This is an optimization exercise on Yosys and OpenROAD, whose aim is small area, a short achievable clock period and few clock cycles per item, not a production implementation.
At most, simulation tests tie the RTL to the original design; equivalence was not proved.
No functional check of the RTL was part of runs 1 and 3.

[design.v]
module crc_unit (
    input  wire        clk,
    input  wire        rst,           
    input  wire        bus_valid,
    input  wire        bus_we,
    input  wire [7:2]  bus_addr,
    input  wire [31:0] bus_wdata,
    input  wire [7:0]  bus_master,
    output wire        bus_ready,
    output wire [31:0] bus_rdata,
    output wire        mem_req,
    output wire [31:2] mem_addr,
    input  wire        mem_gnt,
    input  wire        mem_rvalid,
    input  wire [31:0] mem_rdata,
    input  wire        mem_rerr
);
    localparam [5:0] A_CTRL    = 6'h01;   
    localparam [5:0] A_STAT    = 6'h02;   
    localparam [5:0] A_EVT     = 6'h03;   
    localparam [5:0] A_CFG     = 6'h10;   
    localparam [5:0] A_POLY    = 6'h11;   
    localparam [5:0] A_INIT    = 6'h12;   
    localparam [5:0] A_XOROUT  = 6'h13;   
    localparam [5:0] A_CMD     = 6'h14;   
    localparam [5:0] A_SRC     = 6'h15;   
    localparam [5:0] A_LEN     = 6'h16;   
    localparam [5:0] A_DIN     = 6'h17;   
    localparam [5:0] A_DINB    = 6'h18;   
    localparam [5:0] A_RUN     = 6'h19;   
    localparam [5:0] A_RESULT  = 6'h1A;   
    localparam [5:0] A_EXP     = 6'h1B;   
    localparam [5:0] A_CMP     = 6'h1C;   
    localparam [5:0] A_CLAIM   = 6'h1D;   
    localparam [5:0] A_BYTES   = 6'h1E;   
    localparam [7:0] CMD_INIT  = 8'h01;
    localparam [7:0] CMD_START = 8'h02;
    localparam [7:0] CMD_ABORT = 8'h03;
    localparam [7:0] CMD_CHECK = 8'h04;
    reg        en;
    reg [4:0]  cfg_width;      
    reg        cfg_refout;
    reg        cfg_refin;
    reg [2:0]  cfg_preset;
    reg [31:0] poly_r;
    reg [31:0] init_r;
    reg [31:0] xorout_r;
    reg [31:0] src_r;
    reg [23:0] len_r;
    reg [31:0] exp_r;
    reg        cmp_auto;
    reg        claim_held;
    reg [7:0]  claim_master;
    reg [31:0] bytes_r;
    reg        busy;
    reg        st_match;
    reg        st_cmp_valid;
    reg        st_err;
    reg        ev_access_err;
    reg        ev_cmd_refused;
    reg        ev_mismatch;
    reg        ev_dma_err;
    reg        ev_aborted;
    reg        ev_done;
    reg [31:0] c;              
    reg        rv;             
    reg        conv;           
    reg [31:0] mu_r;           
    reg [31:0] p_alr;          
    reg [2:0]  mu_cnt;         
    reg        st_al;          
    reg        st_nt;          
    reg        rdy;
    reg        ph;             
    reg [5:0]  a_q;
    reg        we_q;
    reg        foreign_q;      
    reg [7:0]  wd_q;
    reg [31:0] rdata_r;
    reg [31:0] fd;
    reg        rv_q;
    reg        rerr_q;
    reg [3:0]  s_n;            
    reg [9:0]  s_d;            
    reg        s_last;         
    reg [3:0]  sn;             
    reg [9:0]  sd;
    reg [29:0] req_addr;
    reg        req_r;
    reg [1:0]  pend;           
    reg [1:0]  drop;           
    reg        feeding;        
    reg        f_first;        
    reg [23:0] f_lb;           
    reg        fin_pend;       
    reg        fin_err;
    reg [4:0]  p_wm1;
    reg [31:0] p_poly;
    reg [31:0] p_init;
    reg [31:0] p_xorout;
    reg        p_refin;
    reg        p_refout;
    always @* begin
        case (cfg_preset)
            3'd1: begin
                p_wm1 = 5'd31; p_poly = 32'h04C11DB7; p_init = 32'hFFFFFFFF;
                p_xorout = 32'hFFFFFFFF; p_refin = 1'b1; p_refout = 1'b1;
            end
            3'd2: begin
                p_wm1 = 5'd31; p_poly = 32'h1EDC6F41; p_init = 32'hFFFFFFFF;
                p_xorout = 32'hFFFFFFFF; p_refin = 1'b1; p_refout = 1'b1;
            end
            3'd3: begin
                p_wm1 = 5'd15; p_poly = 32'h00001021; p_init = 32'h0000FFFF;
                p_xorout = 32'h00000000; p_refin = 1'b0; p_refout = 1'b0;
            end
            3'd4: begin
                p_wm1 = 5'd7; p_poly = 32'h0000002F; p_init = 32'h000000FF;
                p_xorout = 32'h000000FF; p_refin = 1'b0; p_refout = 1'b0;
            end
            default: begin
                p_wm1 = cfg_width; p_poly = poly_r; p_init = init_r;
                p_xorout = xorout_r; p_refin = cfg_refin; p_refout = cfg_refout;
            end
        endcase
    end
    wire [4:0]  lshift = ~p_wm1;                   
    wire [31:0] wmask  = 32'hFFFFFFFF >> lshift;
    reg  [4:0]  e_wm1;
    reg         e_refin;
    always @(posedge clk) begin
        e_wm1   <= p_wm1;
        e_refin <= p_refin;
    end
    wire [31:0] e_mask = 32'hFFFFFFFF >> ~e_wm1;
    function [31:0] rev32(input [31:0] x);
        integer i;
        begin
            for (i = 0; i < 32; i = i + 1)
                rev32[i] = x[31-i];
        end
    endfunction
    assign bus_ready = rdy;
    assign bus_rdata = rdata_r;
    wire wr      = rdy && we_q;           
    wire in_blk  = (a_q >= A_CFG) && (a_q <= A_BYTES);
    wire locked  = foreign_q && (in_blk || a_q == A_CTRL);
    wire wr_ok   = wr && !locked;
    wire       cmd_wr    = wr_ok && a_q == A_CMD;
    wire       cmd_init  = cmd_wr && en && !busy && wd_q == CMD_INIT;
    wire       cmd_start = cmd_wr && en && !busy && wd_q == CMD_START;
    wire       cmd_abort = cmd_wr && en &&  busy && wd_q == CMD_ABORT;
    wire       cmd_check = cmd_wr && en && !busy && wd_q == CMD_CHECK;
    wire       cmd_ref   = cmd_wr && !(cmd_init || cmd_start || cmd_abort || cmd_check);
    wire cfg_addr = (a_q == A_CFG) || (a_q == A_POLY) || (a_q == A_INIT) ||
                    (a_q == A_XOROUT) || (a_q == A_SRC) || (a_q == A_LEN) ||
                    (a_q == A_RUN);
    wire din_addr = (a_q == A_DIN) || (a_q == A_DINB);
    wire acc_err = wr && (locked ||
                          (cfg_addr && busy) ||
                          (din_addr && (busy || !en)) ||
                          (a_q == A_CTRL && busy && !wd_q[0]));
    wire wr_cfg  = wr_ok && !busy;
    wire din_acc = wr_ok && din_addr && en && !busy;
    wire run_wr  = wr_cfg && a_q == A_RUN;
    wire poly_wr = wr_cfg && (a_q == A_CFG || a_q == A_POLY);
    wire cfgw    = wr_cfg && a_q == A_CFG;
    wire go_run  = cmd_start && (len_r != 24'd0);
    wire [31:0] sh_in   = cmd_init ? p_init : c;
    wire [31:0] sh_out  = rev32(sh_in) >> lshift;
    wire [31:0] c_m     = c & wmask;
    wire [31:0] c_hi    = c & ~wmask;     
    wire [31:0] run_val = rv ? sh_out : c_m;
    wire        sel_rev = rv ^ (p_refout != p_refin);
    wire [31:0] result  = (sel_rev ? sh_out : c_m) ^ (p_xorout & wmask);
    wire        cmp_eq  = (result == (exp_r & wmask));
    reg [31:0] rmux;
    always @* begin
        case (bus_addr)
            A_CTRL:   rmux = {31'h0, en};
            A_STAT:   rmux = {27'h0, st_match, st_cmp_valid, st_err, claim_held, busy};
            A_EVT:    rmux = {ev_access_err, 26'h0, ev_cmd_refused, ev_mismatch,
                              ev_dma_err, ev_aborted, ev_done};
            A_CFG:    rmux = {3'h0, cfg_width, 5'h0, cfg_refout, cfg_refin, 14'h0, cfg_preset};
            A_POLY:   rmux = poly_r;
            A_INIT:   rmux = init_r;
            A_XOROUT: rmux = xorout_r;
            A_SRC:    rmux = src_r;
            A_LEN:    rmux = {8'h0, len_r};
            A_RUN:    rmux = run_val;
            A_RESULT: rmux = result;
            A_EXP:    rmux = exp_r;
            A_CMP:    rmux = {31'h0, cmp_auto};
            A_CLAIM:  rmux = {16'h0, claim_master, 7'h0, claim_held};
            A_BYTES:  rmux = bytes_r;
            default:  rmux = 32'h0;
        endcase
    end
    wire cap = !ph && bus_valid && !bus_we;
    wire din_in = !ph && bus_valid && bus_we && (bus_addr == A_DIN || bus_addr == A_DINB);
    wire mu_ok    = (mu_cnt == 3'd0);
    wire resp_act = rv_q && (drop == 2'd0) && feeding;
    wire feed_dma = resp_act && !rerr_q;
    wire dma_err  = resp_act && rerr_q;
    wire feed     = din_acc || feed_dma;
    reg  [31:0] w_o;
    integer     bi;
    always @* begin
        for (bi = 0; bi < 32; bi = bi + 1)
            w_o[bi] = e_refin ? fd[bi] : fd[(bi & ~7) + 7 - (bi & 7)];
    end
    reg [31:0] nt_a;
    integer    ni;
    always @* begin
        nt_a = 32'h8000_0000;
        for (ni = 1; ni < 16; ni = ni + 1)
            nt_a[31-2*ni] = mu_r[32-ni];
    end
    reg [31:0] al_mu;
    integer    ai;
    always @* begin
        for (ai = 0; ai < 32; ai = ai + 1)
            al_mu[ai] = (ai != 0) && (lshift == 32 - ai);
    end
    wire [31:0] c_e = c & e_mask;
    reg  [31:0] d_al;            
    reg  [31:0] c_sh;            
    reg  [31:0] c_tl;            
    always @* begin
        d_al[7:0]   = {8{sd[0]}} & w_o[7:0];
        d_al[15:8]  = ({8{sd[1]}} & w_o[15:8])  | ({8{sd[4]}} & w_o[7:0]);
        d_al[23:16] = ({8{sd[2]}} & w_o[23:16]) | ({8{sd[5]}} & w_o[15:8]) |
                      ({8{sd[7]}} & w_o[7:0]);
        d_al[31:24] = ({8{sd[3]}} & w_o[31:24]) | ({8{sd[6]}} & w_o[23:16]) |
                      ({8{sd[8]}} & w_o[15:8])  | ({8{sd[9]}} & w_o[7:0]);
        c_sh = ({32{sn[3]}} & c_e)         | ({32{sn[2]}} & (c_e << 8)) |
               ({32{sn[1]}} & (c_e << 16)) | ({32{sn[0]}} & (c_e << 24)) |
               ({32{st_nt}} & rev32(nt_a)) | ({32{st_al}} & p_poly);
        c_tl = ({32{s_n[2]}} & (c_e >> 24)) | ({32{s_n[1]}} & (c_e >> 16)) |
               ({32{s_n[0]}} & (c_e >> 8));
    end
    wire [31:0] e_a    = rev32(c_sh ^ d_al);
    wire [31:0] e_mu   = st_al ? al_mu : (st_nt ? {p_alr[30:0], 1'b0} : mu_r);
    wire        e_usea = st_al ? (lshift == 5'd0) : (st_nt ? p_alr[31] : 1'b1);
    reg [63:0] e_t;
    reg [31:0] e_q;
    reg [63:0] e_u;
    integer    ei;
    always @* begin
        e_t = 64'h0;
        for (ei = 0; ei < 32; ei = ei + 1)
            if (e_mu[ei]) e_t = e_t ^ ({32'h0, e_a} << ei);
        e_q = (e_usea ? e_a : 32'h0) ^ e_t[63:32];
        e_u = 64'h0;
        for (ei = 0; ei < 32; ei = ei + 1)
            if (e_q[ei]) e_u = e_u ^ ({32'h0, p_alr} << ei);
    end
    wire [31:0] c_feed = rev32(e_u[31:0]) ^ c_tl;
    reg [31:0] mu_nt;
    integer    mi;
    always @* begin
        for (mi = 0; mi < 32; mi = mi + 1)
            mu_nt[mi] = e_q[mi] ^ (((mi & 1) == 0) ? mu_r[16 + mi/2] : 1'b0);
    end
    function [13:0] shape(input [1:0] lo, input [2:0] n);
        reg [2:0] hi;
        reg [1:0] k;
        reg [9:0] d;
        integer   b;
        begin
            hi = {1'b0, lo} + n;           
            k  = 3'd4 - hi;                
            d  = 10'b0;
            for (b = 0; b < 4; b = b + 1) begin
                if (b >= k && (b - k) >= lo) begin
                    case (k)
                        2'd0: d[b] = 1'b1;
                        2'd1: d[4 + b - 1] = 1'b1;
                        2'd2: d[7 + b - 2] = 1'b1;
                        default: d[9] = 1'b1;
                    endcase
                end
            end
            shape = {d, (n == 3'd4), (n == 3'd3), (n == 3'd2), (n == 3'd1)};
        end
    endfunction
    assign mem_req  = req_r;
    assign mem_addr = req_addr;
    wire g       = req_r && mem_gnt;
    wire [2:0] s_cnt = {s_n[3], s_n[2] | s_n[1], s_n[2] | s_n[0]};       
    wire [1:0] pend_n0 = pend - {1'b0, rv_q};            
    wire [1:0] drop_n  = drop - {1'b0, rv_q && drop != 2'd0};
    wire [1:0] act0    = pend_n0 - drop_n;               
    wire [23:0] f_lb_n = f_lb - (feed_dma ? {21'h0, s_cnt} : 24'h0);
    wire        f_first_n = f_first && !feed_dma;
    wire [4:0]  rem_lo = {1'b0, f_lb_n[3:0]} + (f_first_n ? {3'b0, src_r[1:0]} : 5'd0);
    wire more0 = (f_lb_n[23:4] != 20'd0) || (rem_lo > {1'b0, act0, 2'b00});
    wire more1 = (f_lb_n[23:4] != 20'd0) || (rem_lo > {1'b0, act0 + 2'd1, 2'b00});
    wire keep  = feeding && !dma_err && !cmd_abort && !(feed_dma && s_last);
    wire req0  = keep && mu_ok && more0 && (pend_n0 != 2'd3);
    wire req1  = keep && mu_ok && more1 && (pend_n0 != 2'd2) && (pend_n0 != 2'd3);
    wire        first_last = ({8'h0, len_r} <= (32'd4 - src_r[1:0]));
    wire [2:0]  first_n    = first_last ? len_r[2:0] : (3'd4 - {1'b0, src_r[1:0]});
    wire        next_last  = (f_lb_n <= 24'd4);
    wire [2:0]  next_n     = next_last ? f_lb_n[2:0] : 3'd4;
    reg  [13:0] shp_n;
    always @* begin
        shp_n = {s_d, s_n};
        if (go_run)
            shp_n = shape(src_r[1:0], first_n);
        else if (feed_dma)
            shp_n = shape(2'd0, next_n);
        else if (!busy)
            shp_n = bus_addr[5] ? shape(2'd0, 3'd1) : shape(2'd0, 3'd4);
    end
    wire [2:0] mu_cnt_n = poly_wr ? 3'd7 : (mu_ok ? 3'd0 : mu_cnt - 3'd1);
    wire       busy_mu  = (mu_cnt_n != 3'd0);
    always @(posedge clk) begin
        if (st_al)
            p_alr <= rev32(e_q);
        if (st_nt)
            mu_r  <= mu_nt;
        if (go_run)
            req_addr <= src_r[31:2];
        else if (g)
            req_addr <= req_addr + 30'd1;
        if (go_run) begin
            f_first <= 1'b1;
            f_lb    <= len_r;
        end else if (feed_dma) begin
            f_first <= 1'b0;
            f_lb    <= f_lb_n;
        end
        if (feed_dma || dma_err)
            fin_err <= dma_err;
        {s_d, s_n} <= shp_n;
        if (go_run)
            s_last <= first_last;
        else if (feed_dma)
            s_last <= next_last;
    end
    reg rst_q;
    always @(posedge clk)
        rst_q <= rst;
    always @(posedge clk) begin
        a_q       <= bus_addr;
        we_q      <= bus_we;
        foreign_q <= claim_held && (bus_master != claim_master);
        wd_q      <= bus_wdata[7:0];
        rerr_q    <= mem_rerr;
        rdata_r   <= rmux;
        fd <= busy ? mem_rdata : bus_wdata;
        if (rst_q) begin
            en             <= 1'b0;
            cfg_width      <= 5'd31;
            cfg_refout     <= 1'b0;
            cfg_refin      <= 1'b0;
            cfg_preset     <= 3'd0;
            poly_r         <= 32'h0;
            init_r         <= 32'h0;
            xorout_r       <= 32'h0;
            src_r          <= 32'h0;
            len_r          <= 24'h0;
            exp_r          <= 32'h0;
            cmp_auto       <= 1'b0;
            claim_held     <= 1'b0;
            claim_master   <= 8'h0;
            bytes_r        <= 32'h0;
            busy           <= 1'b0;
            st_match       <= 1'b0;
            st_cmp_valid   <= 1'b0;
            st_err         <= 1'b0;
            ev_access_err  <= 1'b0;
            ev_cmd_refused <= 1'b0;
            ev_mismatch    <= 1'b0;
            ev_dma_err     <= 1'b0;
            ev_aborted     <= 1'b0;
            ev_done        <= 1'b0;
            c              <= 32'h0;
            rv             <= 1'b1;       
            conv           <= 1'b0;
            mu_cnt         <= 3'd7;       
            st_al          <= 1'b1;
            st_nt          <= 1'b0;
            sn             <= 4'b0;
            sd             <= 10'b0;
            rdy            <= 1'b0;
            ph             <= 1'b0;
            rv_q           <= 1'b0;
            req_r          <= 1'b0;
            pend           <= 2'd0;
            drop           <= 2'd0;
            feeding        <= 1'b0;
            fin_pend       <= 1'b0;
        end else begin
            rv_q <= mem_rvalid;
            if (!ph) begin
                if (bus_valid) begin
                    ph  <= 1'b1;
                    rdy <= !(din_in && busy_mu);
                end
            end else if (rdy) begin
                ph  <= 1'b0;
                rdy <= 1'b0;
            end else
                rdy <= !busy_mu;
            if (wr && a_q == A_EVT) begin
                if (bus_wdata[31]) ev_access_err  <= 1'b0;
                if (bus_wdata[4])  ev_cmd_refused <= 1'b0;
                if (bus_wdata[3])  ev_mismatch    <= 1'b0;
                if (bus_wdata[2])  ev_dma_err     <= 1'b0;
                if (bus_wdata[1])  ev_aborted     <= 1'b0;
                if (bus_wdata[0])  ev_done        <= 1'b0;
            end
            if (acc_err) ev_access_err  <= 1'b1;
            if (cmd_ref) ev_cmd_refused <= 1'b1;
            if (wr_ok && a_q == A_CTRL && !(busy && !wd_q[0]))
                en <= wd_q[0];
            if (cfgw) begin
                cfg_width  <= bus_wdata[28:24];
                cfg_refout <= bus_wdata[18];
                cfg_refin  <= bus_wdata[17];
                cfg_preset <= bus_wdata[2:0];
            end
            if (wr_cfg && a_q == A_POLY)   poly_r   <= bus_wdata;
            if (wr_cfg && a_q == A_INIT)   init_r   <= bus_wdata;
            if (wr_cfg && a_q == A_XOROUT) xorout_r <= bus_wdata;
            if (wr_cfg && a_q == A_SRC)    src_r    <= bus_wdata;
            if (wr_cfg && a_q == A_LEN)    len_r    <= bus_wdata[23:0];
            if (wr_ok && a_q == A_EXP)     exp_r    <= bus_wdata;
            if (wr_ok && a_q == A_CMP)     cmp_auto <= wd_q[0];
            if (wr_ok && a_q == A_CLAIM) begin
                if (wd_q[0] && !claim_held) begin
                    claim_held   <= 1'b1;
                    claim_master <= bus_master;
                end else if (!wd_q[0] && claim_held) begin
                    claim_held   <= 1'b0;
                    claim_master <= 8'h0;
                end
            end
            mu_cnt <= mu_cnt_n;
            st_al  <= (mu_cnt_n == 3'd7);
            st_nt  <= busy_mu && (mu_cnt_n != 3'd7);
            sn     <= busy_mu ? 4'b0  : shp_n[3:0];
            sd     <= busy_mu ? 10'b0 : shp_n[13:4];
            conv <= 1'b0;
            if (run_wr) begin
                c    <= bus_wdata & wmask;
                rv   <= 1'b0;
                conv <= 1'b1;
            end else if (cmd_init) begin
                c    <= sh_out;
                rv   <= !p_refin;
            end else if (cfgw) begin
                if (rv) c <= sh_out | c_hi;
                rv   <= 1'b0;
                conv <= 1'b1;
            end else if (conv) begin
                if (!p_refin && !rv) begin
                    c  <= sh_out | c_hi;
                    rv <= 1'b1;
                end
            end else if (feed) begin
                c  <= c_feed;
            end
            if (feed)
                bytes_r <= bytes_r + {29'h0, s_cnt};
            if (cmd_init) begin
                bytes_r      <= 32'h0;
                st_cmp_valid <= 1'b0;
                st_err       <= 1'b0;
            end
            if (cmd_check) begin
                st_cmp_valid <= 1'b1;
                st_match     <= cmp_eq;
                if (!cmp_eq) ev_mismatch <= 1'b1;
            end
            pend <= pend_n0 + {1'b0, g};
            if (cmd_abort || dma_err)
                drop <= pend_n0 + {1'b0, g};
            else
                drop <= drop_n;
            req_r <= g ? req1 : req0;
            if ((feed_dma && s_last) || dma_err) begin
                feeding  <= 1'b0;
                fin_pend <= 1'b1;
            end
            if (cmd_start) begin
                if (len_r == 24'd0) begin
                    ev_done <= 1'b1;
                    if (cmp_auto) begin
                        st_cmp_valid <= 1'b1;
                        st_match     <= cmp_eq;
                        if (!cmp_eq) ev_mismatch <= 1'b1;
                    end
                end else begin
                    busy     <= 1'b1;
                    feeding  <= 1'b1;
                    req_r    <= mu_ok && (pend_n0 != 2'd3);
                end
            end else if (cmd_abort) begin
                busy       <= 1'b0;
                ev_aborted <= 1'b1;
                feeding    <= 1'b0;
                fin_pend   <= 1'b0;
                req_r      <= 1'b0;
            end else if (fin_pend && !cap) begin
                busy     <= 1'b0;
                fin_pend <= 1'b0;
                if (fin_err) begin
                    st_err     <= 1'b1;
                    ev_dma_err <= 1'b1;
                end else begin
                    ev_done <= 1'b1;
                    if (cmp_auto) begin
                        st_cmp_valid <= 1'b1;
                        st_match     <= cmp_eq;
                        if (!cmp_eq) ev_mismatch <= 1'b1;
                    end
                end
            end
        end
        if (rst) begin
            rdy   <= 1'b0;
            ph    <= 1'b0;
            req_r <= 1'b0;
        end
    end
endmodule
[flow/run.sh]
#!/bin/bash
# Layout flow: the standard flow (standard synthesis, floorplan, power
# grid, placement, CTS, routing) with one change: the timing repair after CTS
# and after global routing aims for SETUP_SLACK_MARGIN ns of setup slack
# instead of 0, so that the layout reaches a shorter period than the clock's.
# The clock, its period and the I/O constraints are the standard flow's, unchanged.
set -euo pipefail
MARGIN=$(cat flow/margin.txt)
bash standard.sh SETUP_SLACK_MARGIN="$MARGIN" finish > standard_flow.log 2>&1
[flow/margin.txt]
22.5
[standard.sh]
#!/bin/bash
# synth_recipe.tcl (not shown) runs the flow's synth.tcl, then flattens the netlist and writes it again
# the make line also repeats each setting of config.mk as NAME=value (left out here)
make -C /OpenROAD-flow-scripts/flow DESIGN_CONFIG=/design/flow/config.mk WORK_HOME=/design/flow/orfs CLKGATE_MAP_FILE= SYNTH_SCRIPT=/design/flow/synth_recipe.tcl "${@:-finish}"
[config.mk]
export PLATFORM = sky130hd
export DESIGN_NAME = crc_unit
export DESIGN_NICKNAME = crc_unit
export VERILOG_FILES = /design/flow/design.v
export SDC_FILE = /design/flow/constraint.sdc
export NUM_CORES = 4
export LEC_CHECK = 0
export CAP_MARGIN = 20
export CORE_MARGIN = 2
export CORE_UTILIZATION = 40
export SLEW_MARGIN = 20
[constraint.sdc]
create_clock -name core_clock -period 30.0 [get_ports {clk}]
set_input_delay 6.0000 -clock core_clock [delete_from_list [all_inputs] [get_ports {clk}]]
set_output_delay 6.0000 -clock core_clock [all_outputs]
set_load 0.01 [all_outputs]
==> reports/summary.log, run 1 <==
[run_status] result of the run no timing/DRC/antenna violations
[cts] maximum clock path buffer count 3
[critical_path] Worst path max stage delay 0.92 ns
[cts] clock sink count 532
[synthesis] async set-or-reset flop fraction in the synthesized netlist 0%
[sta] final setup fails 0
[sta] Fin Clk Skew 0.03157 ns
[floorplanning] placement row count 128
[drt] routed wirelength normalized by instance count 36.00 µm
[critical_path] kind of end point of the critical path register
[floorplanning] placeable core area 121400 µm²
[layout] share of cells above drive strength 1 10.31%
[drt] first-pass iteration count of the detailed router 6
[drt] total length of routed wires 292700 µm
[worst_hold_path] hold path startpoint s_d[8]$_DFF_P_
[synthesis] unique cell type count in the Yosys netlist 113
[drt] remaining antenna violation count 0
[drt] DRC violation count after routing 0
[critical_path] cell chain of the critical path buf_4 -> or3_1 -> buf_4 -> a21oi_4 -> buf_4 -> inv_2 -> buf_4 -> mux2_2 -> mux2i_1 -> buf_4 -> o22ai_1 -> a211oi_1 -> a21oi_1 -> a22oi_1 -> o21ai_0 -> a211oi_1 -> nand4_1 -> or4_1 -> nor4_2 -> a2bb2oi_1 -> nor2_1
[critical_path] worst reg2reg path startpoint cfg_preset[2]$_SDFFE_PP0P_
[worst_hold_path] worst hold path type reg2reg
[drt] vias after detailed routing 53790
[placement] post-placement setup slack 20.89 ns
[global_routing] initial antenna violation count 29
[floorplanning] overall die area 124800 µm²
[sta] final setup TNS 0 ns
[layout] layout-stage area growth over the synthesis result 12.57%
[sta] pin slew with the least headroom to its limit 1.208 ns
[placement] Port-buffer cells 148
[sta] setup slack after layout 22.39 ns
[critical_path] reg-to-reg endpoint ev_mismatch$_SDFF_PP0_
[global_routing] wire length of the first global-routing pass 399500 µm
[global_routing] number of global-route vias before repair 48640
[job] max_cap viols 0
[critical_path] startpoint-to-endpoint class of the critical path reg2reg
[synthesis] count of flip-flops with a built-in enable after synthesis 119
[floorplanning] Starting Density 40.19%
[critical_path] number of cells on the worst reg-to-reg path 21
[sta] Rel. slew slack 19.45%
[synthesis] post-synthesis sequential area ratio 24.27%
[sta] ratio of final minimum period to clock period 25.38%
[layout] number of fillers in the final layout 12380
[floorplanning] IO Pins 149
[sta] min cycle time layout 7.613 ns
[cts] Skew-Pair Late Insertion Delay 0.68 ns
[layout] most common cell after layout, fill and taps aside sky130_fd_sc_hd__nand2_1
[critical_path] element type at the critical path start register
[global_routing] pin count of the biggest net entering global routing 122
[layout] commonest cells after routing, fill and taps aside sky130_fd_sc_hd__nand2_1, sky130_fd_sc_hd__xnor2_1, sky130_fd_sc_hd__a21oi_1, sky130_fd_sc_hd__nor2_1, sky130_fd_sc_hd__dfxtp_1
[cts] clock buffers created by TritonCTS 67
[synthesis] Yosys warning count 1
[synthesis] Avg Synthesized Cell Area 7.513 µm²
[critical_path] Req. time, crit path 30.53 ns
[sta] Final Max Tran Viols 0
[critical_path] CP dominant cell by count sky130_fd_sc_hd__buf_4
[critical_path] crit path buf inv count 6
[sta] Final Hold Fails 0
[critical_path] slowest CP cell sky130_fd_sc_hd__a22oi_1
[sta] upper clock frequency limit 0.1314 GHz
[cts] clock slew seen by the registers of the worst setup and hold paths 0.06 ns
[cts] CTS tree built
[placement] HPWL after DPL 212100 µm
[drt] routed via count divided by cell count 6.617
[critical_path] register-to-register setup slack 22.39 ns
[synthesis] Post-Syn Nets 6617
[synthesis] number of standard cells after synthesis 6494
[cts] CTS root buf sky130_fd_sc_hd__clkbuf_16
[cts] number of buffers inserted by hold repair at cts 0
[critical_path] maximum fanout encountered on the critical timing path 31
[worst_hold_path] Worst Hold Endpoint s_d[8]$_DFF_P_
[layout] final-stage net count 6560
[synthesis] Netlist Area Pre-Place 48790 µm²
[worst_hold_path] Hold Path Depth 2
[placement] routability cong. 1.084
[synthesis] post-synthesis sequential element count 532
[critical_path] data arrival time of the critical path 8.14 ns
[global_routing] total overflow reported by the global router 0
[global_routing] total global routing track utilization 45.03%
[cts] maximum level of the CTS H-tree 3
[synthesis] primary flip-flop cell chosen by synthesis mapping sky130_fd_sc_hd__dfxtp_1
[drt] Iteration-0 DRC Markers 9203
[critical_path] Crit path max-delay family compound AO/OA/AOI/OAI gates
[floorplanning] die height 353.2 µm
[sta] RSZ-0062 raised after global routing false
[floorplanning] horizontal die dimension 353.2 µm
[layout make-up]
| class | count | area, µm² | area share, % |
|---|---|---|---|
| Multi-Input combinational cell | 5332 | 34810 | 63.39 |
| Clock inverter | 28 | 334.1 | 0.6082 |
| Timing Repair Buffer | 444 | 3691 | 6.720 |
| Antenna cell | 14 | 35.03 | 0.06379 |
| Inverter | 60 | 225.2 | 0.4101 |
| Tap cell | 1625 | 2033 | 3.702 |
| Sequential cell | 532 | 11870 | 21.61 |
| Clock buffer | 94 | 1923 | 3.501 |
[metal layers]
layer	track usage [%]	part of all wire [%]	vias to the layer above
met1	61.06	40	26280
met5	0	0.016	-
met3	15.88	15	783
met2	62.21	39	4271
met4	23.46	6.3	8
li1	-	-	22450
[Yosys cell counts, drive strengths merged (39+ instances only)]
cell type / n / area [µm²]
nand2: 1304 / 4895
xnor2: 723 / 6374
a21oi: 575 / 2900
nor2: 543 / 2041
dfxtp: 413 / 8268
clkbuf: 388 / 1460
xor2: 264 / 2312
o21ai: 213 / 1077
nor3: 210 / 1081
buf: 182 / 975.9
nand3: 131 / 655.6
edfxtp: 119 / 3573
xnor3: 108 / 2437
mux2i: 104 / 1041
a22oi: 102 / 765.7
mux2: 79 / 889.6
o211ai: 67 / 508.0
inv: 60 / 225.2
a31oi: 47 / 294.0
nor4: 47 / 294.0
a211oi: 46 / 405.4
o22ai: 46 / 287.8
a221oi: 40 / 356.6
nand4: 40 / 250.2
and3: 39 / 244.0
[sequential cells by signal, indices dropped and copies added, names as in the netlist, 24 cells and up]
signal    cells
len_r        24
poly_r       32
exp_r        32
src_r        32
mu_r         31
fd           32
f_lb         24
rdata_r      32
xorout_r     32
p_alr        32
c            32
init_r       32
bytes_r      32
req_addr     30
[tightest hold or removal path, cell delays in order, from the launching register on]
cell and delay (ns):
sky130_fd_sc_hd__dfxtp_1 0.31, sky130_fd_sc_hd__a21oi_1 0.07, sky130_fd_sc_hd__nand2_1 0.05
[worst max-delay path by stage]
stage               depth (start not counted)                      to  slack, ns                        from
global placement                            8     rdata_r[11]$_DFF_P_      20.90                 bus_addr[3]
detailed placement                          6     rdata_r[31]$_DFF_P_      20.89                 bus_addr[3]
CTS                                         9      rdata_r[3]$_DFF_P_      22.42                 bus_addr[2]
finish                                     21  ev_mismatch$_SDFF_PP0_      22.39  cfg_preset[2]$_SDFFE_PP0P_
floorplan                                   8     rdata_r[26]$_DFF_P_      22.48                 bus_addr[7]
global route                               21       c[0]$_SDFFE_PP0P_      22.50  cfg_preset[2]$_SDFFE_PP0P_
[kinds of logic (layout without fill, tap and decap cells)]
| kind of cell | count (synthesis) | after routing | share of synthesized area (%) |
|---|---|---|---|
| other | 0 | 14 | 0 |
| muxes | 185 | 185 | 4.049 |
| DFF | 532 | 532 | 24.27 |
| AOI/OAI and AO/OA | 1482 | 1482 | 19.91 |
| buffers and inverters | 630 | 626 | 5.455 |
| xor gates and xnor gates | 1096 | 1096 | 22.85 |
| adders and majority gates | 39 | 39 | 1.044 |
| and+or+nand+nor | 2530 | 2530 | 22.43 |
[metrics by stage]
step	hold WS, ns	std cells	instance area (µm²)	util, %
global route	0.5001	8115	54890	45.21
finish	0.4559	8129	54920	45.24
floorplan	0.4200	6494	48830	-
detailed placement	0.4415	7959	52260	43.05
global placement	0.4359	7958	52230	43.03
CTS	0.4561	8108	54750	45.10
[what timing repair did]
action / 4_1_cts / 5_1_grt
endpoints found under the setup margin: 96 / 30
buffers inserted: 27 / 6
gates cloned: 0 / 0
resized for setup: 106 / 25
pin swaps: 5 / 6
==> run 2: changes to the inputs <==
--- a/design.v
+++ b/design.v
@@ -87,4 +87,5 @@
     reg [9:0]  sd;
     reg [29:0] req_addr;
+    reg [29:0] req_nxt;        
     reg        req_r;
     reg [1:0]  pend;           
@@ -321,8 +322,11 @@
         if (st_nt)
             mu_r  <= mu_nt;
-        if (go_run)
+        if (go_run) begin
             req_addr <= src_r[31:2];
-        else if (g)
-            req_addr <= req_addr + 30'd1;
+            req_nxt  <= src_r[31:2] + 30'd1;
+        end else if (g) begin
+            req_addr <= req_nxt;
+            req_nxt  <= {req_addr[29:1] + 29'd1, req_addr[0]};
+        end
         if (go_run) begin
             f_first <= 1'b1;
==> flow/margin.txt (replaced) <==
23.0
--- a/config.mk
+++ b/config.mk
@@ -6,4 +6,5 @@
 export NUM_CORES = 4
 export LEC_CHECK = 0
+export ABC_CLOCK_PERIOD_IN_PS = 5000
 export CAP_MARGIN = 20
 export CORE_MARGIN = 2
==> run 2 against run 1 <==
- still clean
- synthesized area increased by 2.1%
- cell count is 2.4% higher
- routed wire length fell by 4.3%
- register-to-register slack improved by 0.45 ns
- flip-flop and latch count grew 30
- global-route usage fell by 2.9 points
- clock-buffer cell count is 5 higher
- critical endpoint is now mem_addr[6]
- largest cell class unchanged
- highest routed layer unchanged
==> reports/summary.log, run 2 <==
[run_status] result of the run no timing/DRC/antenna violations
[critical_path] crit path buf inv count 1 [-5]
[global_routing] total overflow reported by the global router 0 [unchanged]
[synthesis] Netlist Area Pre-Place 49830 µm² [+2.1%]
[sta] min cycle time layout 7.336 ns [-0.2772 ns]
[placement] routability cong. 1.059 [-2.3%]
[sta] Final Hold Fails 0 [unchanged]
[synthesis] Post-Syn Nets 6719 [+1.5%]
[synthesis] post-synthesis simple-gate area fraction 22.52% [+0.090 points]
[floorplanning] horizontal die dimension 357.0 µm [+1.1%]
[critical_path] startpoint of the most critical setup path req_addr[4]$_DFFE_PP_
[synthesis] Avg Synthesized Cell Area 7.556 µm² [+0.58%]
[synthesis] multiplexer share of the synthesized area 4.414% [+0.36 points]
[critical_path] slowest CP cell sky130_fd_sc_hd__edfxtp_1
[sta] final setup fails 0 [unchanged]
[synthesis] ranking of synthesized cells by area sky130_fd_sc_hd__dfxtp_1, sky130_fd_sc_hd__xnor2_1, sky130_fd_sc_hd__nand2_1
[global_routing] pin count of the biggest net entering global routing 82 [-33%]
[global_routing] number of global-route vias before repair 48060 [-1.2%]
[sta] final setup TNS 0 ns [unchanged]
[cts] clock sink count 562 [+5.6%]
[cts] maximum clock path buffer count 3 [unchanged]
[layout] final-stage net count 6755 [+3.0%]
[synthesis] post-synthesis adder-cell area fraction 1.044% [about the same]
[synthesis] most instantiated cells after synthesis sky130_fd_sc_hd__nand2_1, sky130_fd_sc_hd__xnor2_1, sky130_fd_sc_hd__nor2_1
[critical_path] Worst path max stage delay 0.46 ns [-0.46 ns]
[global_routing] initial antenna violation count 15 [-48%]
[synthesis] async set-or-reset flop fraction in the synthesized netlist 0% [unchanged]
[synthesis] post-synthesis xor/xnor area fraction 22.85% [about the same]
[placement] HPWL after DPL 197000 µm [-7.1%]
[synthesis] compound-cell area share of the yosys netlist 18.55% [-1.4 points]
[sta] RSZ-0062 raised after global routing true
[synthesis] post-synthesis sequential element count 562 [+5.6%]
[global_routing] total global routing track utilization 42.14% [-2.9 points]
[critical_path] kind of end point of the critical path output port
[synthesis] dominant combinational cell family by area after synthesis XOR/XNOR gates
[placement] Port-buffer cells 148 [unchanged]
[critical_path] Crit path max-delay family flip-flops
[cts] clock buffers created by TritonCTS 70 [+4.5%]
[synthesis] cell accounting for the most synthesized area sky130_fd_sc_hd__dfxtp_1
[drt] vias after detailed routing 54010 [+0.41%]
[worst_hold_path] worst hold path type reg2reg
[layout] most common cell after layout, fill and taps aside sky130_fd_sc_hd__nand2_1
[drt] Iteration-0 DRC Markers 9416 [+2.3%]
[floorplanning] placement row count 129 [+0.78%]
[sta] Final Max Tran Viols 0 [unchanged]
[synthesis] count of flip-flops with a built-in enable after synthesis 149 [+25%]
[synthesis] leading cell type by number of instances after synthesis sky130_fd_sc_hd__nand2_1
[sta] Rel. slew slack 11.21% [-8.2 points]
[drt] routed via count divided by cell count 6.488 [-1.9%]
[drt] remaining antenna violation count 0 [unchanged]
[drt] routed wirelength normalized by instance count 33.64 µm [-6.6%]
[cts] CTS root buf sky130_fd_sc_hd__clkbuf_16
[floorplanning] overall die area 127400 µm² [+2.1%]
[drt] DRC violation count after routing 0 [unchanged]
[floorplanning] IO Pins 149 [unchanged]
[synthesis] share of the synthesized area in the top cell type 16.59% [-0.36 points]
[cts] CTS tree built
[floorplanning] placeable core area 123600 µm² [+1.8%]
[floorplanning] die height 357.0 µm [+1.1%]
[critical_path] startpoint-to-endpoint class of the critical path reg2out
[layout] share of cells above drive strength 1 12.68% [+2.4 points]
[cts] maximum level of the CTS H-tree 3 [unchanged]
[layout] commonest cells after routing, fill and taps aside sky130_fd_sc_hd__nand2_1, sky130_fd_sc_hd__xnor2_1, sky130_fd_sc_hd__nor2_1, sky130_fd_sc_hd__a21oi_1, sky130_fd_sc_hd__dfxtp_1
[cts] Skew-Pair Late Insertion Delay 0.71 ns [+0.03 ns]
[synthesis] number of standard cells after synthesis 6595 [+1.6%]
[worst_hold_path] hold path startpoint s_d[8]$_DFF_P_
[critical_path] maximum fanout encountered on the critical timing path 4 [-87%]
[synthesis] primary flip-flop cell chosen by synthesis mapping sky130_fd_sc_hd__dfxtp_1
[critical_path] data arrival time of the critical path 1.34 ns [-6.80 ns]
[sta] pin slew with the least headroom to its limit 1.330 ns [+0.1214 ns]
[critical_path] worst reg2reg path startpoint a_q[1]$_DFF_P_
[global_routing] wire length of the first global-routing pass 383600 µm [-4.0%]
[critical_path] Req. time, crit path 24.00 ns [-6.53 ns]
[placement] post-placement setup slack 21.36 ns [+0.4691 ns]
[drt] total length of routed wires 280000 µm [-4.3%]
[cts] clock slew seen by the registers of the worst setup and hold paths 0.06 ns [about the same]
[synthesis] unique cell type count in the Yosys netlist 102 [-9.7%]
[job] max_cap viols 0 [unchanged]
[critical_path] element type at the critical path start register
[sta] ratio of final minimum period to clock period 24.45% [-0.92 points]
[sta] hold_ws 0.4491 ns [-0.006846 ns]
[sta] setup slack after layout 22.66 ns [+0.2772 ns]
[layout] layout-stage area growth over the synthesis result 15.47%
[synthesis] Yosys warning count 1 [unchanged]
[critical_path] cell chain of the critical path buf_2
[drt] first-pass iteration count of the detailed router 9 [+3]
[sta] Fin Clk Skew 0.04442 ns [+0.01286 ns]
[synthesis] post-synthesis sequential area ratio 25.57% [+1.3 points]
[sta] upper clock frequency limit 0.1363 GHz [+3.8%]
[floorplanning] Starting Density 40.31% [+0.12 points]
## run 2: final timing paths
kind / endpoint / slack, ns / cells after the start
setup / recovery: mem_addr[6] / 22.66 / 1
hold / removal: s_d[8]$_DFF_P_ / 0.45 / 2
hold reg to reg: s_d[8]$_DFF_P_ / 0.45 / 2
setup reg to reg: ev_mismatch$_SDFF_PP0_ / 22.84 / 19
## run 2: logic make-up (layout without fill, tap and decap cells)
group | count (synthesis) | count (layout)
simple gates | 2639 | 2643
compound gates | 1396 | 1396
xor+xnor | 1129 | 1129
buf+inv | 623 | 704
flops | 562 | 562
mux | 206 | 206
fa+ha+maj | 40 | 40
other cells | 0 | 7
## run 2: final cells by class
| class | instances | area [µm²] |
|---|---|---|
| diodes | 7 | 17.52 |
| fillers | 12280 | 66090 |
| inverters | 64 | 244.0 |
| well taps | 1637 | 2048 |
| repair buffers | 519 | 4691 |
| flip-flops and latches | 562 | 12870 |
| clock buffers | 99 | 2013 |
| multi-input cells | 5414 | 35320 |
| clock inverters | 22 | 349.1 |
## run 2: per-layer routing
| metal | part of all wire (%) | track usage, % |
|---|---|---|
| met1 | 40 | 57.70 |
| met2 | 40 | 58.88 |
| met3 | 15 | 13.69 |
| met4 | 6.1 | 21.00 |
| met5 | 0.028 | 0.1481 |
## run 2: per-stage QoR
step / instance area [µm²] / util, % / instances
6_report: 57550 / 46.54 / 8324
3_3_place_gp: 53390 / 43.19 / 8074
2_1_floorplan: 50110 / - / 6595
5_1_grt: 57530 / 46.53 / 8318
4_1_cts: 56620 / 45.79 / 8257
3_5_place_dp: 53410 / 43.20 / 8074
## run 2: repair_timing
| action | in CTS | in global routing |
|---|---|---|
| cloned | 6 | 5 |
| gates resized for setup | 443 | 77 |
| buffers inserted | 56 | 55 |
| pin swaps | 18 | 26 |
| endpoints found under the setup margin | 112 | 168 |
| hold buffers | 0 | 0 |
Testbench counts of run 2, summed over its fixed seeds: cycles 44,224, bytes 151,119.
==> run 3: changes to the inputs <==
--- a/design.v
+++ b/design.v
@@ -76,16 +76,14 @@
     reg        we_q;
     reg        foreign_q;      
-    reg [7:0]  wd_q;
+    reg        wd0_q;          
+    reg [3:0]  cmd_q;          
     reg [31:0] rdata_r;
     reg [31:0] fd;
     reg        rv_q;
     reg        rerr_q;
-    reg [3:0]  s_n;            
-    reg [9:0]  s_d;            
-    reg        s_last;         
     reg [3:0]  sn;             
-    reg [9:0]  sd;
+    reg [9:0]  sd;             
+    reg        s_last;         
     reg [29:0] req_addr;
-    reg [29:0] req_nxt;        
     reg        req_r;
     reg [1:0]  pend;           
@@ -94,5 +92,7 @@
     reg        f_first;        
     reg [23:0] f_lb;           
+    reg        fin_last;       
     reg        fin_pend;       
+    reg        cmp_eq_r;       
     reg        fin_err;
     reg [4:0]  p_wm1;
@@ -149,8 +149,8 @@
     wire wr_ok   = wr && !locked;
     wire       cmd_wr    = wr_ok && a_q == A_CMD;
-    wire       cmd_init  = cmd_wr && en && !busy && wd_q == CMD_INIT;
-    wire       cmd_start = cmd_wr && en && !busy && wd_q == CMD_START;
-    wire       cmd_abort = cmd_wr && en &&  busy && wd_q == CMD_ABORT;
-    wire       cmd_check = cmd_wr && en && !busy && wd_q == CMD_CHECK;
+    wire       cmd_init  = cmd_wr && en && !busy && cmd_q[0];
+    wire       cmd_start = cmd_wr && en && !busy && cmd_q[1];
+    wire       cmd_abort = cmd_wr && en &&  busy && cmd_q[2];
+    wire       cmd_check = cmd_wr && en && !busy && cmd_q[3];
     wire       cmd_ref   = cmd_wr && !(cmd_init || cmd_start || cmd_abort || cmd_check);
     wire cfg_addr = (a_q == A_CFG) || (a_q == A_POLY) || (a_q == A_INIT) ||
@@ -161,5 +161,5 @@
                           (cfg_addr && busy) ||
                           (din_addr && (busy || !en)) ||
-                          (a_q == A_CTRL && busy && !wd_q[0]));
+                          (a_q == A_CTRL && busy && !wd0_q));
     wire wr_cfg  = wr_ok && !busy;
     wire din_acc = wr_ok && din_addr && en && !busy;
@@ -176,4 +176,6 @@
     wire [31:0] result  = (sel_rev ? sh_out : c_m) ^ (p_xorout & wmask);
     wire        cmp_eq  = (result == (exp_r & wmask));
+    always @(posedge clk)
+        cmp_eq_r <= cmp_eq;
     reg [31:0] rmux;
     always @* begin
@@ -199,5 +201,6 @@
     end
     wire cap = !ph && bus_valid && !bus_we;
-    wire din_in = !ph && bus_valid && bus_we && (bus_addr == A_DIN || bus_addr == A_DINB);
+    wire din_in   = !ph && bus_valid && bus_we && (bus_addr == A_DIN || bus_addr == A_DINB);
+    wire start_in = !ph && bus_valid && bus_we && bus_addr == A_CMD && bus_wdata[7:0] == CMD_START;
     wire mu_ok    = (mu_cnt == 3'd0);
     wire resp_act = rv_q && (drop == 2'd0) && feeding;
@@ -238,6 +241,6 @@
                ({32{sn[1]}} & (c_e << 16)) | ({32{sn[0]}} & (c_e << 24)) |
                ({32{st_nt}} & rev32(nt_a)) | ({32{st_al}} & p_poly);
-        c_tl = ({32{s_n[2]}} & (c_e >> 24)) | ({32{s_n[1]}} & (c_e >> 16)) |
-               ({32{s_n[0]}} & (c_e >> 8));
+        c_tl = ({32{sn[2]}} & (c_e >> 24)) | ({32{sn[1]}} & (c_e >> 16)) |
+               ({32{sn[0]}} & (c_e >> 8));
     end
     wire [31:0] e_a    = rev32(c_sh ^ d_al);
@@ -289,5 +292,5 @@
     assign mem_addr = req_addr;
     wire g       = req_r && mem_gnt;
-    wire [2:0] s_cnt = {s_n[3], s_n[2] | s_n[1], s_n[2] | s_n[0]};       
+    wire [2:0] s_cnt = {sn[3], sn[2] | sn[1], sn[2] | sn[0]};            
     wire [1:0] pend_n0 = pend - {1'b0, rv_q};            
     wire [1:0] drop_n  = drop - {1'b0, rv_q && drop != 2'd0};
@@ -307,5 +310,5 @@
     reg  [13:0] shp_n;
     always @* begin
-        shp_n = {s_d, s_n};
+        shp_n = {sd, sn};
         if (go_run)
             shp_n = shape(src_r[1:0], first_n);
@@ -322,11 +325,5 @@
         if (st_nt)
             mu_r  <= mu_nt;
-        if (go_run) begin
-            req_addr <= src_r[31:2];
-            req_nxt  <= src_r[31:2] + 30'd1;
-        end else if (g) begin
-            req_addr <= req_nxt;
-            req_nxt  <= {req_addr[29:1] + 29'd1, req_addr[0]};
-        end
+        req_addr <= go_run ? src_r[31:2] : req_addr + {29'd0, g};
         if (go_run) begin
             f_first <= 1'b1;
@@ -338,5 +335,4 @@
         if (feed_dma || dma_err)
             fin_err <= dma_err;
-        {s_d, s_n} <= shp_n;
         if (go_run)
             s_last <= first_last;
@@ -347,9 +343,20 @@
     always @(posedge clk)
         rst_q <= rst;
+    wire [31:0] wdz = bus_wdata & {32{!rst_q}};
+    always @(posedge clk) begin
+        if (rst_q || (wr_cfg && a_q == A_POLY))   poly_r   <= wdz;
+        if (rst_q || (wr_cfg && a_q == A_INIT))   init_r   <= wdz;
+        if (rst_q || (wr_cfg && a_q == A_XOROUT)) xorout_r <= wdz;
+        if (rst_q || (wr_cfg && a_q == A_SRC))    src_r    <= wdz;
+        if (rst_q || (wr_cfg && a_q == A_LEN))    len_r    <= wdz[23:0];
+        if (rst_q || (wr_ok && a_q == A_EXP))     exp_r    <= wdz;
+    end
     always @(posedge clk) begin
         a_q       <= bus_addr;
         we_q      <= bus_we;
         foreign_q <= claim_held && (bus_master != claim_master);
-        wd_q      <= bus_wdata[7:0];
+        wd0_q     <= bus_wdata[0];
+        cmd_q     <= {bus_wdata[7:0] == CMD_CHECK, bus_wdata[7:0] == CMD_ABORT,
+                      bus_wdata[7:0] == CMD_START, bus_wdata[7:0] == CMD_INIT};
         rerr_q    <= mem_rerr;
         rdata_r   <= rmux;
@@ -361,10 +368,4 @@
             cfg_refin      <= 1'b0;
             cfg_preset     <= 3'd0;
-            poly_r         <= 32'h0;
-            init_r         <= 32'h0;
-            xorout_r       <= 32'h0;
-            src_r          <= 32'h0;
-            len_r          <= 24'h0;
-            exp_r          <= 32'h0;
             cmp_auto       <= 1'b0;
             claim_held     <= 1'b0;
@@ -397,4 +398,5 @@
             feeding        <= 1'b0;
             fin_pend       <= 1'b0;
+            fin_last       <= 1'b0;
         end else begin
             rv_q <= mem_rvalid;
@@ -402,5 +404,5 @@
                 if (bus_valid) begin
                     ph  <= 1'b1;
-                    rdy <= !(din_in && busy_mu);
+                    rdy <= !((din_in || start_in) && busy_mu);
                 end
             end else if (rdy) begin
@@ -419,6 +421,6 @@
             if (acc_err) ev_access_err  <= 1'b1;
             if (cmd_ref) ev_cmd_refused <= 1'b1;
-            if (wr_ok && a_q == A_CTRL && !(busy && !wd_q[0]))
-                en <= wd_q[0];
+            if (wr_ok && a_q == A_CTRL && !(busy && !wd0_q))
+                en <= wd0_q;
             if (cfgw) begin
                 cfg_width  <= bus_wdata[28:24];
@@ -427,16 +429,10 @@
                 cfg_preset <= bus_wdata[2:0];
             end
-            if (wr_cfg && a_q == A_POLY)   poly_r   <= bus_wdata;
-            if (wr_cfg && a_q == A_INIT)   init_r   <= bus_wdata;
-            if (wr_cfg && a_q == A_XOROUT) xorout_r <= bus_wdata;
-            if (wr_cfg && a_q == A_SRC)    src_r    <= bus_wdata;
-            if (wr_cfg && a_q == A_LEN)    len_r    <= bus_wdata[23:0];
-            if (wr_ok && a_q == A_EXP)     exp_r    <= bus_wdata;
-            if (wr_ok && a_q == A_CMP)     cmp_auto <= wd_q[0];
+            if (wr_ok && a_q == A_CMP)     cmp_auto <= wd0_q;
             if (wr_ok && a_q == A_CLAIM) begin
-                if (wd_q[0] && !claim_held) begin
+                if (wd0_q && !claim_held) begin
                     claim_held   <= 1'b1;
                     claim_master <= bus_master;
-                end else if (!wd_q[0] && claim_held) begin
+                end else if (!wd0_q && claim_held) begin
                     claim_held   <= 1'b0;
                     claim_master <= 8'h0;
@@ -477,6 +473,6 @@
             if (cmd_check) begin
                 st_cmp_valid <= 1'b1;
-                st_match     <= cmp_eq;
-                if (!cmp_eq) ev_mismatch <= 1'b1;
+                st_match     <= cmp_eq_r;
+                if (!cmp_eq_r) ev_mismatch <= 1'b1;
             end
             pend <= pend_n0 + {1'b0, g};
@@ -486,7 +482,11 @@
                 drop <= drop_n;
             req_r <= g ? req1 : req0;
+            if (fin_last) begin
+                fin_last <= 1'b0;
+                fin_pend <= 1'b1;
+            end
             if ((feed_dma && s_last) || dma_err) begin
                 feeding  <= 1'b0;
-                fin_pend <= 1'b1;
+                fin_last <= 1'b1;
             end
             if (cmd_start) begin
@@ -495,6 +495,6 @@
                     if (cmp_auto) begin
                         st_cmp_valid <= 1'b1;
-                        st_match     <= cmp_eq;
-                        if (!cmp_eq) ev_mismatch <= 1'b1;
+                        st_match     <= cmp_eq_r;
+                        if (!cmp_eq_r) ev_mismatch <= 1'b1;
                     end
                 end else begin
@@ -508,4 +508,5 @@
                 feeding    <= 1'b0;
                 fin_pend   <= 1'b0;
+                fin_last   <= 1'b0;
                 req_r      <= 1'b0;
             end else if (fin_pend && !cap) begin
@@ -519,6 +520,6 @@
                     if (cmp_auto) begin
                         st_cmp_valid <= 1'b1;
-                        st_match     <= cmp_eq;
-                        if (!cmp_eq) ev_mismatch <= 1'b1;
+                        st_match     <= cmp_eq_r;
+                        if (!cmp_eq_r) ev_mismatch <= 1'b1;
                     end
                 end
--- a/config.mk
+++ b/config.mk
@@ -6,5 +6,4 @@
 export NUM_CORES = 4
 export LEC_CHECK = 0
-export ABC_CLOCK_PERIOD_IN_PS = 5000
 export CAP_MARGIN = 20
 export CORE_MARGIN = 2
==> run 3 against run 2 <==
- highest routed layer unchanged
- synthesized area shrank 7.7%
- design area decreased by 6.1%
==> reports/summary.log, run 3 <==
[run_status] result of the run no timing/DRC/antenna violations
[synthesis] Avg Synthesized Cell Area 8.008 µm² [+6.0%]
[synthesis] ranking of synthesized cells by area sky130_fd_sc_hd__edfxtp_1, sky130_fd_sc_hd__xnor2_1, sky130_fd_sc_hd__dfxtp_1
[layout] utilization of the core after routing 47.30% [+0.75 points]
[drt] remaining antenna violation count 0 [unchanged]
[placement] Port-buffer cells 148 [unchanged]
[floorplanning] die height 343.0 µm [-3.9%]
[synthesis] share of the synthesized area in the top cell type 17.83% [+1.2 points]
[synthesis] multiplexer share of the synthesized area 4.055% [-0.36 points]
[global_routing] initial antenna violation count 27 [+12]
[synthesis] post-synthesis simple-gate area fraction 20.47% [-2.0 points]
[critical_path] startpoint-to-endpoint class of the critical path in2reg
[floorplanning] IO Pins 149 [unchanged]
[sta] RSZ-0062 raised after global routing true
[global_routing] pin count of the biggest net entering global routing 107 [+30%]
[sta] Final Hold Fails 0 [unchanged]
[critical_path] kind of end point of the critical path register
[placement] HPWL after DPL 171200 µm [-13%]
[synthesis] Netlist Area Pre-Place 45970 µm² [-7.7%]
[synthesis] primary flip-flop cell chosen by synthesis mapping sky130_fd_sc_hd__edfxtp_1
[layout] number of fillers in the final layout 11020 [-10%]
[drt] detailed-routing wirelength on met1 92430 µm [-17%]
[synthesis] compound-cell area share of the yosys netlist 17.34% [-1.2 points]
[critical_path] Crit path max-delay family simple AND/OR/NAND/NOR gates
[drt] first-pass iteration count of the detailed router 13 [+4]
[cts] Skew-Pair Late Insertion Delay 0.67 ns [-0.04 ns]
[floorplanning] placement row count 124 [-3.9%]
[sta] ratio of final minimum period to clock period 24.46% [about the same]
[drt] Iteration-0 DRC Markers 9515 [+1.1%]
[worst_hold_path] worst hold path type reg2reg
[sta] Final Max Tran Viols 0 [unchanged]
[synthesis] async set-or-reset flop fraction in the synthesized netlist 0% [unchanged]
[drt] met2 routed WL 95240 µm [-14%]
[synthesis] post-synthesis sequential element count 517 [-8.0%]
[drt] DRC violation count after routing 0 [unchanged]
[layout] most common cell after layout, fill and taps aside sky130_fd_sc_hd__nand2_1
[critical_path] slowest CP cell sky130_fd_sc_hd__and4_4
[critical_path] cell chain of the critical path buf_8 -> nand2_8 -> inv_6 -> ha_4 -> ha_4 -> and3_4 -> and3_4 -> and4_4 -> and3_4 -> nand3_4 -> nor2b_1 -> xnor2_1 -> a21oi_1
[synthesis] number of standard cells after synthesis 5741 [-13%]
[cts] maximum level of the CTS H-tree 3 [unchanged]
[critical_path] data arrival time of the critical path 7.83 ns [+6.49 ns]
[sta] final setup fails 0 [unchanged]
[critical_path] crit path buf inv count 2 [+1]
[synthesis] post-synthesis xor/xnor area fraction 23.87% [+1.0 points]
[cts] CTS root buf sky130_fd_sc_hd__clkbuf_16
[synthesis] post-synthesis adder-cell area fraction 1.263% [+0.22 points]
[synthesis] Yosys warning count 1 [unchanged]
[floorplanning] Starting Density 40.26% [-0.047 points]
[drt] routed wirelength normalized by instance count 33.01 µm [-1.8%]
[drt] met3 WL 40630 µm [-0.36%]
[cts] clock slew seen by the registers of the worst setup and hold paths 0.06 ns [about the same]
[drt] routed via count divided by cell count 6.551 [+0.96%]
[sta] final setup TNS 0 ns [unchanged]
[sta] min cycle time layout 7.337 ns [+0.001300 ns]
[critical_path] maximum fanout encountered on the critical timing path 4 [unchanged]
[drt] vias after detailed routing 48530 [-10%]
[placement] routability cong. 1.083 [+2.2%]
[global_routing] total overflow reported by the global router 0 [unchanged]
[critical_path] element type at the critical path start input pin
[floorplanning] horizontal die dimension 343.0 µm [-3.9%]
[critical_path] Req. time, crit path 30.50 ns [+6.50 ns]
[layout] commonest cells after routing, fill and taps aside sky130_fd_sc_hd__nand2_1, sky130_fd_sc_hd__xnor2_1, sky130_fd_sc_hd__nor2_1, sky130_fd_sc_hd__a21oi_1, sky130_fd_sc_hd__edfxtp_1
[layout] share of cells above drive strength 1 14.47% [+1.8 points]
[global_routing] total global routing track utilization 39.80% [-2.3 points]
[synthesis] post-synthesis sequential area ratio 28.46% [+2.9 points]
[cts] clock buffers created by TritonCTS 66 [-5.7%]
[layout] layout-stage area growth over the synthesis result 17.48%
[job] max_cap viols 0 [unchanged]
[drt] total length of routed wires 244600 µm [-13%]
[synthesis] Post-Syn Nets 5865 [-13%]
[sta] Fin Clk Skew 0.04685 ns [+0.002423 ns]
[critical_path] Worst path max stage delay 0.23 ns [-0.23 ns]
[sta] upper clock frequency limit 0.1363 GHz [about the same]
[sta] pin slew with the least headroom to its limit 1.307 ns [-0.02265 ns]
[floorplanning] overall die area 117700 µm² [-7.7%]
[global_routing] number of global-route vias before repair 43290 [-9.9%]
[cts] CTS tree built
[global_routing] wire length of the first global-routing pass 336700 µm [-12%]
[synthesis] cell accounting for the most synthesized area sky130_fd_sc_hd__edfxtp_1
[cts] maximum clock path buffer count 3 [unchanged]
[critical_path] CP dominant cell by count sky130_fd_sc_hd__and3_4
[sta] Rel. slew slack 10.38% [-0.84 points]
[layout] final-stage net count 5953 [-12%]
[cts] clock sink count 517 [-8.0%]
[drt] highest metal layer with signal wires met5
[synthesis] most instantiated cells after synthesis sky130_fd_sc_hd__nand2_1, sky130_fd_sc_hd__xnor2_1, sky130_fd_sc_hd__nor2_1
[synthesis] dominant combinational cell family by area after synthesis XOR/XNOR gates
[synthesis] count of flip-flops with a built-in enable after synthesis 273 [+83%]
[floorplanning] placeable core area 114200 µm² [-7.6%]
[synthesis] unique cell type count in the Yosys netlist 100 [-2.0%]
[synthesis] leading cell type by number of instances after synthesis sky130_fd_sc_hd__nand2_1
[run 3: cell count changes after synthesis, moves of 29 or more]
cell / previous run / this run
sky130_fd_sc_hd__nand2_1: 1458 / 905
sky130_fd_sc_hd__dfxtp_1: 413 / 244
sky130_fd_sc_hd__nor2_1: 570 / 722
sky130_fd_sc_hd__clkbuf_1: 402 / 270
sky130_fd_sc_hd__edfxtp_1: 149 / 273
sky130_fd_sc_hd__a21oi_1: 494 / 389
sky130_fd_sc_hd__nor3_1: 165 / 70
sky130_fd_sc_hd__xnor2_1: 750 / 804
sky130_fd_sc_hd__nor2b_1: 34 / 81
sky130_fd_sc_hd__a22oi_1: 116 / 76
sky130_fd_sc_hd__o21ai_0: 214 / 175
sky130_fd_sc_hd__mux2i_1: 123 / 94
[run 3: cells by family after synthesis]
logic type | after synthesis
compound gates | 1194
xor+xnor | 1130
fa+ha+maj | 46
buf+inv | 500
flops | 517
mux | 176
simple gates | 2178
[run 3: cell type report]
type | count | area [µm²] | share of cell area (%)
well taps | 1512 | 1892 | 3.503
multi-input cells | 4725 | 31840 | 58.96
diodes | 14 | 35.03 | 0.06487
clock inverters | 37 | 559.3 | 1.036
clock buffers | 85 | 1797 | 3.327
repair buffers | 461 | 4377 | 8.104
inverters | 58 | 226.5 | 0.4193
flip-flops and latches | 517 | 13280 | 24.59
[run 3: final timing paths]
check / cells after the start / slack [ns] / endpoint / start
worst max-delay path: 13 / 22.66 / req_addr[22]$_DFF_P_ / mem_gnt
worst min-delay path: 2 / 0.47 / f_first$_SDFFE_PP1P_ / f_first$_SDFFE_PP1P_
worst max register to register: 18 / 23.06 / c[23]$_SDFFE_PP0P_ / cfg_preset[0]$_SDFFE_PP0P_
worst min register to register: 2 / 0.47 / f_first$_SDFFE_PP1P_ / f_first$_SDFFE_PP1P_
[run 3: worst reg2reg max path, delay by kind of cell, from the launching register on]
kind	cells	cell delay (ns)
xor+xnor	8	2.74
compound gates	5	2.20
simple gates	3	1.06
buf+inv	2	0.55
flops	1	0.29
[run 3: timing repair]
action	in CTS	in global routing
cloned	7	3
buffers inserted	67	30
resized for setup	603	79
endpoints found under the setup margin	186	181
hold buffers	0	0
pin swaps	44	60
[run 3: per-stage QoR]
stage | hold slack (ns) | instances | setup WS, ns | area [µm²]
floorplan | 0.4052 | 5741 | 22.28 | 46400
global placement | 0.4288 | 7166 | 21.04 | 49620
global route | 0.4861 | 7399 | 22.63 | 53980
detailed placement | 0.4363 | 7166 | 21.01 | 49620
finish | 0.4731 | 7409 | 22.66 | 54010
CTS | 0.4619 | 7362 | 22.74 | 53350
[run 3: layer usage]
layer / track usage [%] / up-vias
li1: - / 20160
met1: 53.74 / 23180
met2: 54.23 / 4306
met3: 15.40 / 867
met4: 20.51 / 24
met5: 2.404 / -

==> afterwards: timing with drivers on the ports <==
The results above use ideal ports. As a check the final layouts listed here were re-extracted and re-timed, cells and wires unchanged. Step 1 assumes that a clkbuf_16 drives the clock port and a buf_2 every other input. Step 2 also shifts input and output timing later by t, the mid clock arrival at the registers, as if the neighbouring blocks saw the same clock. Slacks: no drivers / after step 1 / after step 2; pairs: no drivers / after step 1.
| run | t, ns | setup WS [ns] | cell pins on the clock port's net |
|---|---|---|---|
| run 1 | 0.746 | 22.387 / 22.387 / 21.867 | 1 |
| run 2 | 0.756 | 22.664 / 22.591 / 22.181 | 1 |
| run 3 | 0.732 | 22.663 / 22.679 / 21.960 | 1 |
After both steps setup and hold are still met in every run listed. The setup slack of run 3, which loses most, moves by +0.016 ns with the drivers and by -0.703 ns with both steps.
